This design comes from an exercise in tuning for small area, a short achievable clock period and few clock cycles per item on the open sky130 flow, not from production work.
Only simulation tests tie the RTL to the original design; equivalence was not proved.
Power figures rest on the tool's default switching activity, not on a simulated workload.

==> inputs of run X <==
## idior_fec_rx
module idior_fec_rx (
  input  wire        clk,
  input  wire        rst,           
  input  wire        in_valid,
  output wire        in_ready,
  input  wire [63:0] in_data,       
  output wire        out_valid,
  input  wire        out_ready,
  output reg  [63:0] out_data,      
  output wire        out_last,
  output reg  [1:0]  out_fix_even,  
  output reg         out_bad_even,  
  output reg  [1:0]  out_fix_odd,
  output reg         out_bad_odd,
  output reg         out_crc_ok
);
  function automatic [7:0] gf_mul(input [7:0] a, input [7:0] b);
    reg [7:0] p;
    reg [7:0] aa;
    integer i;
    begin
      p  = 8'h00;
      aa = a;
      for (i = 0; i < 8; i = i + 1) begin
        if (b[i]) p = p ^ aa;
        aa = {aa[6:0], 1'b0} ^ (aa[7] ? 8'h1d : 8'h00);
      end
      gf_mul = p;
    end
  endfunction
  function automatic [7:0] gf_sq(input [7:0] a);
    begin
      gf_sq = (a[0] ? 8'h01 : 8'h00) ^
            (a[1] ? 8'h04 : 8'h00) ^
            (a[2] ? 8'h10 : 8'h00) ^
            (a[3] ? 8'h40 : 8'h00) ^
            (a[4] ? 8'h1d : 8'h00) ^
            (a[5] ? 8'h74 : 8'h00) ^
            (a[6] ? 8'hcd : 8'h00) ^
            (a[7] ? 8'h13 : 8'h00);
    end
  endfunction
  function automatic [7:0] gf_inv(input [7:0] a);
    reg [654:0] t;
    reg [7:0] y;
    begin
      t[0] = ~a[3];
      t[1] = ~a[1];
      t[2] = ~a[4];
      t[3] = a[0] | a[1];
      t[4] = t[2] & t[3];
      t[5] = a[3] | ~(a[2]);
      t[6] = t[2] & t[5];
      t[7] = t[0] & ~(t[3]);
      t[8] = t[4] | t[6];
      t[9] = a[2] | ~(a[3]);
      t[10] = a[0] & ~(a[1]);
      t[11] = ~(t[5] & t[10]);
      t[12] = ~(a[2] & a[1]);
      t[13] = a[0] | ~(a[2]);
      t[14] = t[10] | ~(a[2]);
      t[15] = t[0] & ~(t[10]);
      t[16] = t[9] & t[11];
      t[17] = ~(t[8] & t[16]);
      t[18] = a[2] | ~(a[1]);
      t[19] = a[2] | ~(a[0]);
      t[20] = a[4] & t[19];
      t[21] = t[18] & t[20];
      t[22] = ~(t[5] & t[21]);
      t[23] = ~(t[17] & t[22]);
      t[24] = a[5] | t[23];
      t[25] = a[0] | ~(a[1]);
      t[26] = a[3] & t[25];
      t[27] = ~(a[0] ^ a[1]);
  ...
==> flow/config.mk <==
export PLATFORM = sky130hd
export DESIGN_NAME = idior_fec_rx
export DESIGN_NICKNAME = idior_fec_rx
export VERILOG_FILES = /design/flow/design.v
export SDC_FILE = /design/flow/constraint.sdc
export NUM_CORES = 4
export LEC_CHECK = 0
export CAP_MARGIN = 5
export CORE_MARGIN = 2
export CORE_UTILIZATION = 65
export CTS_CLUSTER_DIAMETER = 60
export CTS_CLUSTER_SIZE = 30
export SLEW_MARGIN = 5
==> flow/constraint.sdc <==
create_clock -name core_clock -period 12.0 [get_ports {clk}]
set_input_delay 2.4000 -clock core_clock [delete_from_list [all_inputs] [get_ports {clk}]]
set_output_delay 2.4000 -clock core_clock [all_outputs]
set_load 0.01 [all_outputs]
standard.sh (not shown) runs the stock make flow with config.mk's settings and CLKGATE_MAP_FILE= SYNTH_SCRIPT=/design/flow/synth_recipe.tcl, a recipe that flattens the netlist after the stock synthesis.
==> flow/flow/run.sh <==
#!/bin/bash
# The standard layout (the standard.sh, unchanged synthesis), with the
# timing repair steps asked to leave a setup margin: the design is still laid
# out and signed off at the design's clock period, but the repair keeps
# improving the critical paths beyond what that period alone requires.
set -euo pipefail
export SETUP_SLACK_MARGIN=8.5
bash standard.sh finish > standard_flow.log 2>&1
==> inputs of run Z, as changes to run X <==
--- a/flow/design.v
+++ b/flow/design.v
@@ -3317,17 +3317,17 @@
   localparam [31:0] CRC_RESIDUE = 32'hdebb20e3;
   reg  [4:0]  in_cnt;       
   reg         in_rdy;
   reg  [4:0]  cnt;          
   reg         full;         
   reg         nempty;       
   reg  [NSLOT-1:0] wsel;    
   reg  [NSLOT-1:0] rsel;    
-  wire in_fire  = in_valid && !full;    
+  wire in_fire  = in_valid && in_rdy;
   wire in_last  = (in_cnt == 5'd16);
   wire wr_en    = in_fire && !in_last;
   wire launch   = in_fire && in_last;
   assign in_ready = in_rdy;
   reg         ov;           
   reg         olast;
   reg  [3:0]  ok;           
   reg         rv;           
@@ -3339,26 +3339,26 @@
   wire out_adv = !ov || out_ready;
   wire mv      = out_adv && rv && pf_v && !lastp;    
   wire rd_en   = nempty && (!pf_v || mv);            
   wire up   = wr_en && !rd_en;
   wire down = rd_en && !wr_en;
   wire [4:0] cnt_p1 = cnt + 5'd1;
   wire [4:0] cnt_m1 = cnt - 5'd1;
   wire [4:0] cnt_n  = up ? cnt_p1 : down ? cnt_m1 : cnt;
-  wire       full_n = up ? (cnt == NSLOT - 1) : down ? 1'b0 : (cnt == NSLOT);
+  wire       full_n = up ? (cnt == NSLOT - 1) : down ? 1'b0 : full;
   wire       nemp_n = up ? 1'b1 : down ? (cnt != 5'd1) : nempty;
   assign out_valid = ov;
   assign out_last  = olast;
   always @(posedge clk) begin
     if (rst) begin
       in_cnt   <= 5'd0;
       in_rdy   <= 1'b0;
       cnt      <= 5'd0;
-      full     <= 1'b1;
+      full     <= 1'b0;
       nempty   <= 1'b0;
       wsel     <= {{(NSLOT-1){1'b0}}, 1'b1};
       rsel     <= {{(NSLOT-1){1'b0}}, 1'b1};
       ov       <= 1'b0;
       olast    <= 1'b0;
       pf_v     <= 1'b0;
       ok       <= 4'd0;
       rv       <= 1'b0;
@@ -3506,30 +3506,23 @@
   wire [31:0] crc_n = crc32_beat(crc, out_data);
   always @(posedge clk) begin
     if (rst)
       crc <= 32'hffffffff;
     else if (cv)
       crc <= lastp ? 32'hffffffff : crc_n;
   end
   always @(posedge clk) begin
-    if (rst) begin
-      out_data     <= 64'd0;
-      out_crc_ok   <= 1'b0;
-      out_fix_even <= 2'd0;
-      out_bad_even <= 1'b0;
-      out_fix_odd  <= 2'd0;
-      out_bad_odd  <= 1'b0;
-    end else begin
-      if (lastp)
-        out_crc_ok <= (crc_n == CRC_RESIDUE);
-      if (mv) begin
-        out_data <= cdata;
-        if (ok == 4'd15) begin
-          out_fix_even <= e_fix;
-          out_bad_even <= e_bad;
-          out_fix_odd  <= o_fix;
-          out_bad_odd  <= o_bad;
-        end
+    if (lastp)
+      out_crc_ok <= (crc_n == CRC_RESIDUE);
+  end
+  always @(posedge clk) begin
+    if (mv) begin
+      out_data <= cdata;
+      if (ok == 4'd15) begin
+        out_fix_even <= e_fix;
+        out_bad_even <= e_bad;
+        out_fix_odd  <= o_fix;
+        out_bad_odd  <= o_bad;
       end
     end
   end
 endmodule
==> flow/flow/run.sh (replaced) <==
#!/bin/bash
# The standard layout (the standard.sh, unchanged synthesis), with the
# timing repair steps asked to leave a setup margin: the design is still laid
# out and signed off at the design's clock period, but the repair keeps
# improving the critical paths beyond what that period alone requires.
set -euo pipefail
export SETUP_SLACK_MARGIN=8.3
bash standard.sh finish > standard_flow.log 2>&1
==> flow/config.mk (replaced) <==
export PLATFORM = sky130hd
export DESIGN_NAME = idior_fec_rx
export DESIGN_NICKNAME = idior_fec_rx
export VERILOG_FILES = /design/flow/design.v
export SDC_FILE = /design/flow/constraint.sdc
export NUM_CORES = 4
export LEC_CHECK = 0
export CAP_MARGIN = 20
export CORE_MARGIN = 2
export CORE_UTILIZATION = 50
export SLEW_MARGIN = 20
==> inputs of run Y, as changes to run X <==
--- a/flow/design.v
+++ b/flow/design.v
@@ -3317,17 +3317,17 @@
   localparam [31:0] CRC_RESIDUE = 32'hdebb20e3;
   reg  [4:0]  in_cnt;       
   reg         in_rdy;
   reg  [4:0]  cnt;          
   reg         full;         
   reg         nempty;       
   reg  [NSLOT-1:0] wsel;    
   reg  [NSLOT-1:0] rsel;    
-  wire in_fire  = in_valid && !full;    
+  wire in_fire  = in_valid && in_rdy;
   wire in_last  = (in_cnt == 5'd16);
   wire wr_en    = in_fire && !in_last;
   wire launch   = in_fire && in_last;
   assign in_ready = in_rdy;
   reg         ov;           
   reg         olast;
   reg  [3:0]  ok;           
   reg         rv;           
@@ -3339,26 +3339,26 @@
   wire out_adv = !ov || out_ready;
   wire mv      = out_adv && rv && pf_v && !lastp;    
   wire rd_en   = nempty && (!pf_v || mv);            
   wire up   = wr_en && !rd_en;
   wire down = rd_en && !wr_en;
   wire [4:0] cnt_p1 = cnt + 5'd1;
   wire [4:0] cnt_m1 = cnt - 5'd1;
   wire [4:0] cnt_n  = up ? cnt_p1 : down ? cnt_m1 : cnt;
-  wire       full_n = up ? (cnt == NSLOT - 1) : down ? 1'b0 : (cnt == NSLOT);
+  wire       full_n = up ? (cnt == NSLOT - 1) : down ? 1'b0 : full;
   wire       nemp_n = up ? 1'b1 : down ? (cnt != 5'd1) : nempty;
   assign out_valid = ov;
   assign out_last  = olast;
   always @(posedge clk) begin
     if (rst) begin
       in_cnt   <= 5'd0;
       in_rdy   <= 1'b0;
       cnt      <= 5'd0;
-      full     <= 1'b1;
+      full     <= 1'b0;
       nempty   <= 1'b0;
       wsel     <= {{(NSLOT-1){1'b0}}, 1'b1};
       rsel     <= {{(NSLOT-1){1'b0}}, 1'b1};
       ov       <= 1'b0;
       olast    <= 1'b0;
       pf_v     <= 1'b0;
       ok       <= 4'd0;
       rv       <= 1'b0;
@@ -3506,30 +3506,23 @@
   wire [31:0] crc_n = crc32_beat(crc, out_data);
   always @(posedge clk) begin
     if (rst)
       crc <= 32'hffffffff;
     else if (cv)
       crc <= lastp ? 32'hffffffff : crc_n;
   end
   always @(posedge clk) begin
-    if (rst) begin
-      out_data     <= 64'd0;
-      out_crc_ok   <= 1'b0;
-      out_fix_even <= 2'd0;
-      out_bad_even <= 1'b0;
-      out_fix_odd  <= 2'd0;
-      out_bad_odd  <= 1'b0;
-    end else begin
-      if (lastp)
-        out_crc_ok <= (crc_n == CRC_RESIDUE);
-      if (mv) begin
-        out_data <= cdata;
-        if (ok == 4'd15) begin
-          out_fix_even <= e_fix;
-          out_bad_even <= e_bad;
-          out_fix_odd  <= o_fix;
-          out_bad_odd  <= o_bad;
-        end
+    if (lastp)
+      out_crc_ok <= (crc_n == CRC_RESIDUE);
+  end
+  always @(posedge clk) begin
+    if (mv) begin
+      out_data <= cdata;
+      if (ok == 4'd15) begin
+        out_fix_even <= e_fix;
+        out_bad_even <= e_bad;
+        out_fix_odd  <= o_fix;
+        out_bad_odd  <= o_bad;
       end
     end
   end
 endmodule
==> flow/run.sh (new file) <==
#!/bin/bash
# synth_recipe.tcl (not shown) runs the flow's synth.tcl, then flattens the netlist and writes it again
# the make line also repeats each setting of config.mk as NAME=value (left out here)
make -C /OpenROAD-flow-scripts/flow DESIGN_CONFIG=/design/flow/config.mk WORK_HOME=/design/flow/orfs CLKGATE_MAP_FILE= SYNTH_SCRIPT=/design/flow/synth_recipe.tcl finish
==> flow/config.mk (replaced) <==
export PLATFORM = sky130hd
export DESIGN_NAME = idior_fec_rx
export DESIGN_NICKNAME = idior_fec_rx
export VERILOG_FILES = /design/flow/design.v
export SDC_FILE = /design/flow/constraint.sdc
export NUM_CORES = 4
export LEC_CHECK = 0
export CAP_MARGIN = 20
export CORE_MARGIN = 2
export CORE_UTILIZATION = 50
export SLEW_MARGIN = 20
removed: flow/flow/run.sh
removed: flow/standard.sh
==> notes <==
In sequential power, run Z and run X hardly differ.
The lowest clock skew belongs to run Z, the highest to run X.
Synthesized area is the same in run Y and run Z.
Wire length, lowest first: run Y, run X, run Z.
Register-to-register slack, highest first: run X, run Z, run Y.
Non-clock buffer count: run Y < run Z < run X.
Of run Y and run X, run Y has the higher die area (gap about 30%, measured against run X).
Global-route usage: run X is higher than run Y (9.7 points).
Testbench counts of run X, summed over its fixed seeds: cycles 6,720, items 384.
Testbench counts of run Z, summed over its fixed seeds: cycles 6,720, items 384.
Testbench counts of run Y, summed over its fixed seeds: cycles 6,720, items 384.

* * *

==> v11: inputs <==
idior_fec_rx, a different RTL version from the one above (not shown whole).
Settings: LEC_CHECK=0, CAP_MARGIN=20, CORE_MARGIN=2, CORE_UTILIZATION=65, CTS_CLUSTER_DIAMETER=70, CTS_CLUSTER_SIZE=34, SLEW_MARGIN=20; clock period 12.0 ns.
==> flow/flow/run.sh <==
#!/bin/bash
# The standard layout (the standard.sh, unchanged synthesis), with the
# timing repair steps asked to leave a setup margin: the design is still laid
# out and signed off at the design's clock period, but the repair keeps
# improving the critical paths beyond what that period alone requires.
set -euo pipefail
export SETUP_SLACK_MARGIN=8.5
bash standard.sh finish > standard_flow.log 2>&1
==> inputs of v15, as changes to v11 <==
Settings changed: CORE_UTILIZATION 65 to 75, CTS_CLUSTER_DIAMETER 70 to 60, CTS_CLUSTER_SIZE 34 to 30.
==> run_results.csv <==
group,metric,value,unit
outcome,flow.first_error,"[ERROR GRT-0232] Routing congestion too high. Check the congestion heatmap in the GUI.",
clock_tree,cts_made_buffers,114,
global_routing,total_global_routing_track_utilization,83.6,%
placement,place_hpwl,207,mm
floorplanning,die_width,369,um
floorplanning,initial_utilization,75.7,%
global_routing,met1_usage,84.8,%
global_routing,use_met2,93.7,%
global_routing,grt_use_met3,76.7,%
placement,place_ws,6.11,ns
floorplanning,core.rowCount,133,
clock_tree,post_cts_resized,1005,
floorplanning,fp.dieH,369,um
outcome,failed_stage,"5_1_grt",
outcome,run_status,"stopped before the end",
placement,placed_cells_incl_taps,9913,
clock_tree,postCtsSetupBuffers,144,
placement,post_dp_cell_area,104000,um^2
The numbers above come from v15.

==> run_results.csv <==
group,metric,value,unit
global_routing,use_met2,64.5,%
outcome,run_status,"no timing/DRC/antenna violations",
global_routing,met1_usage,56.0,%
placement,placed_cells_incl_taps,10200,
clock_tree,post_cts_resized,896,
floorplanning,initial_utilization,65.6,%
floorplanning,fp.dieH,396,um
clock_tree,cts_made_buffers,105,
global_routing,total_global_routing_track_utilization,42.1,%
floorplanning,core.rowCount,143,
The numbers above come from v11.

Testbench counts of v11, summed over its fixed seeds: cycles 6,720, items 384.
Testbench counts of v15, summed over its fixed seeds: cycles 6,720, items 384.

* * *

==> run C: inputs <==
RTL: one of the versions met above, not the one the previous note started from.
clock: 12.0 ns
lec_check: 0
cap_margin: 20
core_margin: 2
core_utilization: 65
cts_cluster_diameter: 60
cts_cluster_size: 30
slew_margin: 20
Scripts as last shown in full above: flow/flow/run.sh
==> run P (differences from run C) <==
==> flow/flow/run.sh (replaced) <==
#!/bin/bash
# The standard layout (the standard.sh, unchanged synthesis), with the
# timing repair steps asked to leave a setup margin: the design is still laid
# out and signed off at the design's clock period, but the repair keeps
# improving the critical paths beyond what that period alone requires.
set -euo pipefail
export SETUP_SLACK_MARGIN=8.4
bash standard.sh finish > standard_flow.log 2>&1
Settings changed: CORE_UTILIZATION 65 to 50, CTS_CLUSTER_DIAMETER 60 to not set, CTS_CLUSTER_SIZE 30 to not set.
==> run B (differences from run C) <==
--- a/flow/design.v
+++ b/flow/design.v
@@ -3317,17 +3317,17 @@
   localparam [31:0] CRC_RESIDUE = 32'hdebb20e3;
   reg  [4:0]  in_cnt;       
   reg         in_rdy;
   reg  [4:0]  cnt;          
   reg         full;         
   reg         nempty;       
   reg  [NSLOT-1:0] wsel;    
   reg  [NSLOT-1:0] rsel;    
-  wire in_fire  = in_valid && !full;    
+  wire in_fire  = in_valid && in_rdy;
   wire in_last  = (in_cnt == 5'd16);
   wire wr_en    = in_fire && !in_last;
   wire launch   = in_fire && in_last;
   assign in_ready = in_rdy;
   reg         ov;           
   reg         olast;
   reg  [3:0]  ok;           
   reg         rv;           
@@ -3339,26 +3339,26 @@
   wire out_adv = !ov || out_ready;
   wire mv      = out_adv && rv && pf_v && !lastp;    
   wire rd_en   = nempty && (!pf_v || mv);            
   wire up   = wr_en && !rd_en;
   wire down = rd_en && !wr_en;
   wire [4:0] cnt_p1 = cnt + 5'd1;
   wire [4:0] cnt_m1 = cnt - 5'd1;
   wire [4:0] cnt_n  = up ? cnt_p1 : down ? cnt_m1 : cnt;
-  wire       full_n = up ? (cnt == NSLOT - 1) : down ? 1'b0 : (cnt == NSLOT);
+  wire       full_n = up ? (cnt == NSLOT - 1) : down ? 1'b0 : full;
   wire       nemp_n = up ? 1'b1 : down ? (cnt != 5'd1) : nempty;
   assign out_valid = ov;
   assign out_last  = olast;
   always @(posedge clk) begin
     if (rst) begin
       in_cnt   <= 5'd0;
       in_rdy   <= 1'b0;
       cnt      <= 5'd0;
-      full     <= 1'b1;
+      full     <= 1'b0;
       nempty   <= 1'b0;
       wsel     <= {{(NSLOT-1){1'b0}}, 1'b1};
       rsel     <= {{(NSLOT-1){1'b0}}, 1'b1};
       ov       <= 1'b0;
       olast    <= 1'b0;
       pf_v     <= 1'b0;
       ok       <= 4'd0;
       rv       <= 1'b0;
@@ -3506,30 +3506,23 @@
   wire [31:0] crc_n = crc32_beat(crc, out_data);
   always @(posedge clk) begin
     if (rst)
       crc <= 32'hffffffff;
     else if (cv)
       crc <= lastp ? 32'hffffffff : crc_n;
   end
   always @(posedge clk) begin
-    if (rst) begin
-      out_data     <= 64'd0;
-      out_crc_ok   <= 1'b0;
-      out_fix_even <= 2'd0;
-      out_bad_even <= 1'b0;
-      out_fix_odd  <= 2'd0;
-      out_bad_odd  <= 1'b0;
-    end else begin
-      if (lastp)
-        out_crc_ok <= (crc_n == CRC_RESIDUE);
-      if (mv) begin
-        out_data <= cdata;
-        if (ok == 4'd15) begin
-          out_fix_even <= e_fix;
-          out_bad_even <= e_bad;
-          out_fix_odd  <= o_fix;
-          out_bad_odd  <= o_bad;
-        end
+    if (lastp)
+      out_crc_ok <= (crc_n == CRC_RESIDUE);
+  end
+  always @(posedge clk) begin
+    if (mv) begin
+      out_data <= cdata;
+      if (ok == 4'd15) begin
+        out_fix_even <= e_fix;
+        out_bad_even <= e_bad;
+        out_fix_odd  <= o_fix;
+        out_bad_odd  <= o_bad;
       end
     end
   end
 endmodule
==> flow/flow/run.sh (replaced) <==
#!/bin/bash
# The standard layout (the standard.sh, unchanged synthesis), with the
# timing repair steps asked to leave a setup margin: the design is still laid
# out and signed off at the design's clock period, but the repair keeps
# improving the critical paths beyond what that period alone requires.
set -euo pipefail
export SETUP_SLACK_MARGIN=7.8
bash standard.sh finish > standard_flow.log 2>&1
Settings changed: CORE_UTILIZATION 65 to 50, CTS_CLUSTER_DIAMETER 60 to not set, CTS_CLUSTER_SIZE 30 to not set.
==> run A (differences from run C) <==
==> flow/flow/run.sh (replaced) <==
#!/bin/bash
# The standard layout (the standard.sh, unchanged synthesis), with the
# timing repair steps asked to leave a setup margin: the design is still laid
# out and signed off at the design's clock period, but the repair keeps
# improving the critical paths beyond what that period alone requires.
set -euo pipefail
export SETUP_SLACK_MARGIN=8.3
bash standard.sh finish > standard_flow.log 2>&1
Settings changed: CTS_CLUSTER_DIAMETER 60 to 70, CTS_CLUSTER_SIZE 30 to 34.
==> qor summary <==
Outcome: run B no timing/DRC/antenna violations; run P no timing/DRC/antenna violations; run C no timing/DRC/antenna violations; run A no timing/DRC/antenna violations
Post-Route Utilization: run B 0.564; run P 0.574; run C 0.738; run A 0.724
Number of enable flip-flop cells after synthesis: run B 1743; run P 1672; run C 1672; run A 1672
Arrival time at the worst endpoint: run B 4830 ps; run P 1420 ps; run C 1390 ps; run A 4480 ps
Internal portion of total power: run B 19100 uW; run P 19300 uW; run C 17900 uW; run A 17500 uW
Sum of routed wire segments on met1: run B 137 mm; run P 146 mm; run C 120 mm; run A 119 mm
Cell Rows: run B 164; run P 165; run C 144; run A 144
Worst clock skew: run B 65.2 ps; run P 78.3 ps; run C 88.8 ps; run A 72.0 ps
Post-layout total power: run B 31600 uW; run P 32400 uW; run C 31100 uW; run A 30300 uW
Detail-routed net length per standard cell: run B 30.7 um; run P 31.4 um; run C 31.8 um; run A 31.7 um
Detail Route met2 WL: run B 161 mm; run P 163 mm; run C 151 mm; run A 152 mm
Placed insts: run B 10700; run P 11000; run C 10300; run A 10300
Clk pwr: run B 6430 uW; run P 6480 uW; run C 4850 uW; run A 4440 uW
Share of the final layout cell area in multi-input gates: run B 0.359; run P 0.367; run C 0.378; run A 0.379
Period utilization: run B 0.354; run P 0.319; run C 0.316; run A 0.317
Crit path depth: run B 9; run P 2; run C 2; run A 9
Clk pin slew, worst setup/hold paths: run B 60 ps; run P 60 ps; run C 90 ps; run A 110 ps
Clock period minus worst slack: run B 4250 ps; run P 3820 ps; run C 3790 ps; run A 3810 ps
Testbench counts of run C, summed over its fixed seeds: cycles 6,720, items 384.
Testbench counts of run P, summed over its fixed seeds: cycles 6,720, items 384.
Testbench counts of run B, summed over its fixed seeds: cycles 6,720, items 384.
Testbench counts of run A, summed over its fixed seeds: cycles 6,720, items 384.

[what the ideal ports hide]
No port has a modelled driver above. Below, the same layouts with a new extraction and two added sets of constraints. Step 1 assumes that a clkbuf_16 drives the clock port and a buf_2 every other input. Step 2 also shifts input and output timing later by t, the mid clock arrival at the registers, as if the neighbouring blocks saw the same clock. Three values: no drivers, after step 1, after step 2; two values: the first two.
run	t (ns)	setup WS [ns]	slew at the worst register clock pin (ns)
run X	0.881	8.179 / 8.094 / 7.564	0.11 / 0.11
run Z	0.917	8.059 / 7.970 / 7.323	0.07 / 0.07
run Y	0.942	6.119 / 6.186 / 5.244	0.07 / 0.07
v11	0.867	8.208 / 8.119 / 7.689	0.12 / 0.12
run C	0.870	8.211 / 8.130 / 7.606	0.11 / 0.11
run P	0.947	8.178 / 8.087 / 7.453	0.08 / 0.08
run B	0.918	7.753 / 7.776 / 6.899	0.07 / 0.07
run A	0.849	8.194 / 8.164 / 7.464	0.12 / 0.12
After both steps every run listed still meets setup and hold. For run Y, which loses most, drivers alone change the setup slack by +0.067 ns; drivers and shift together by -0.875 ns.
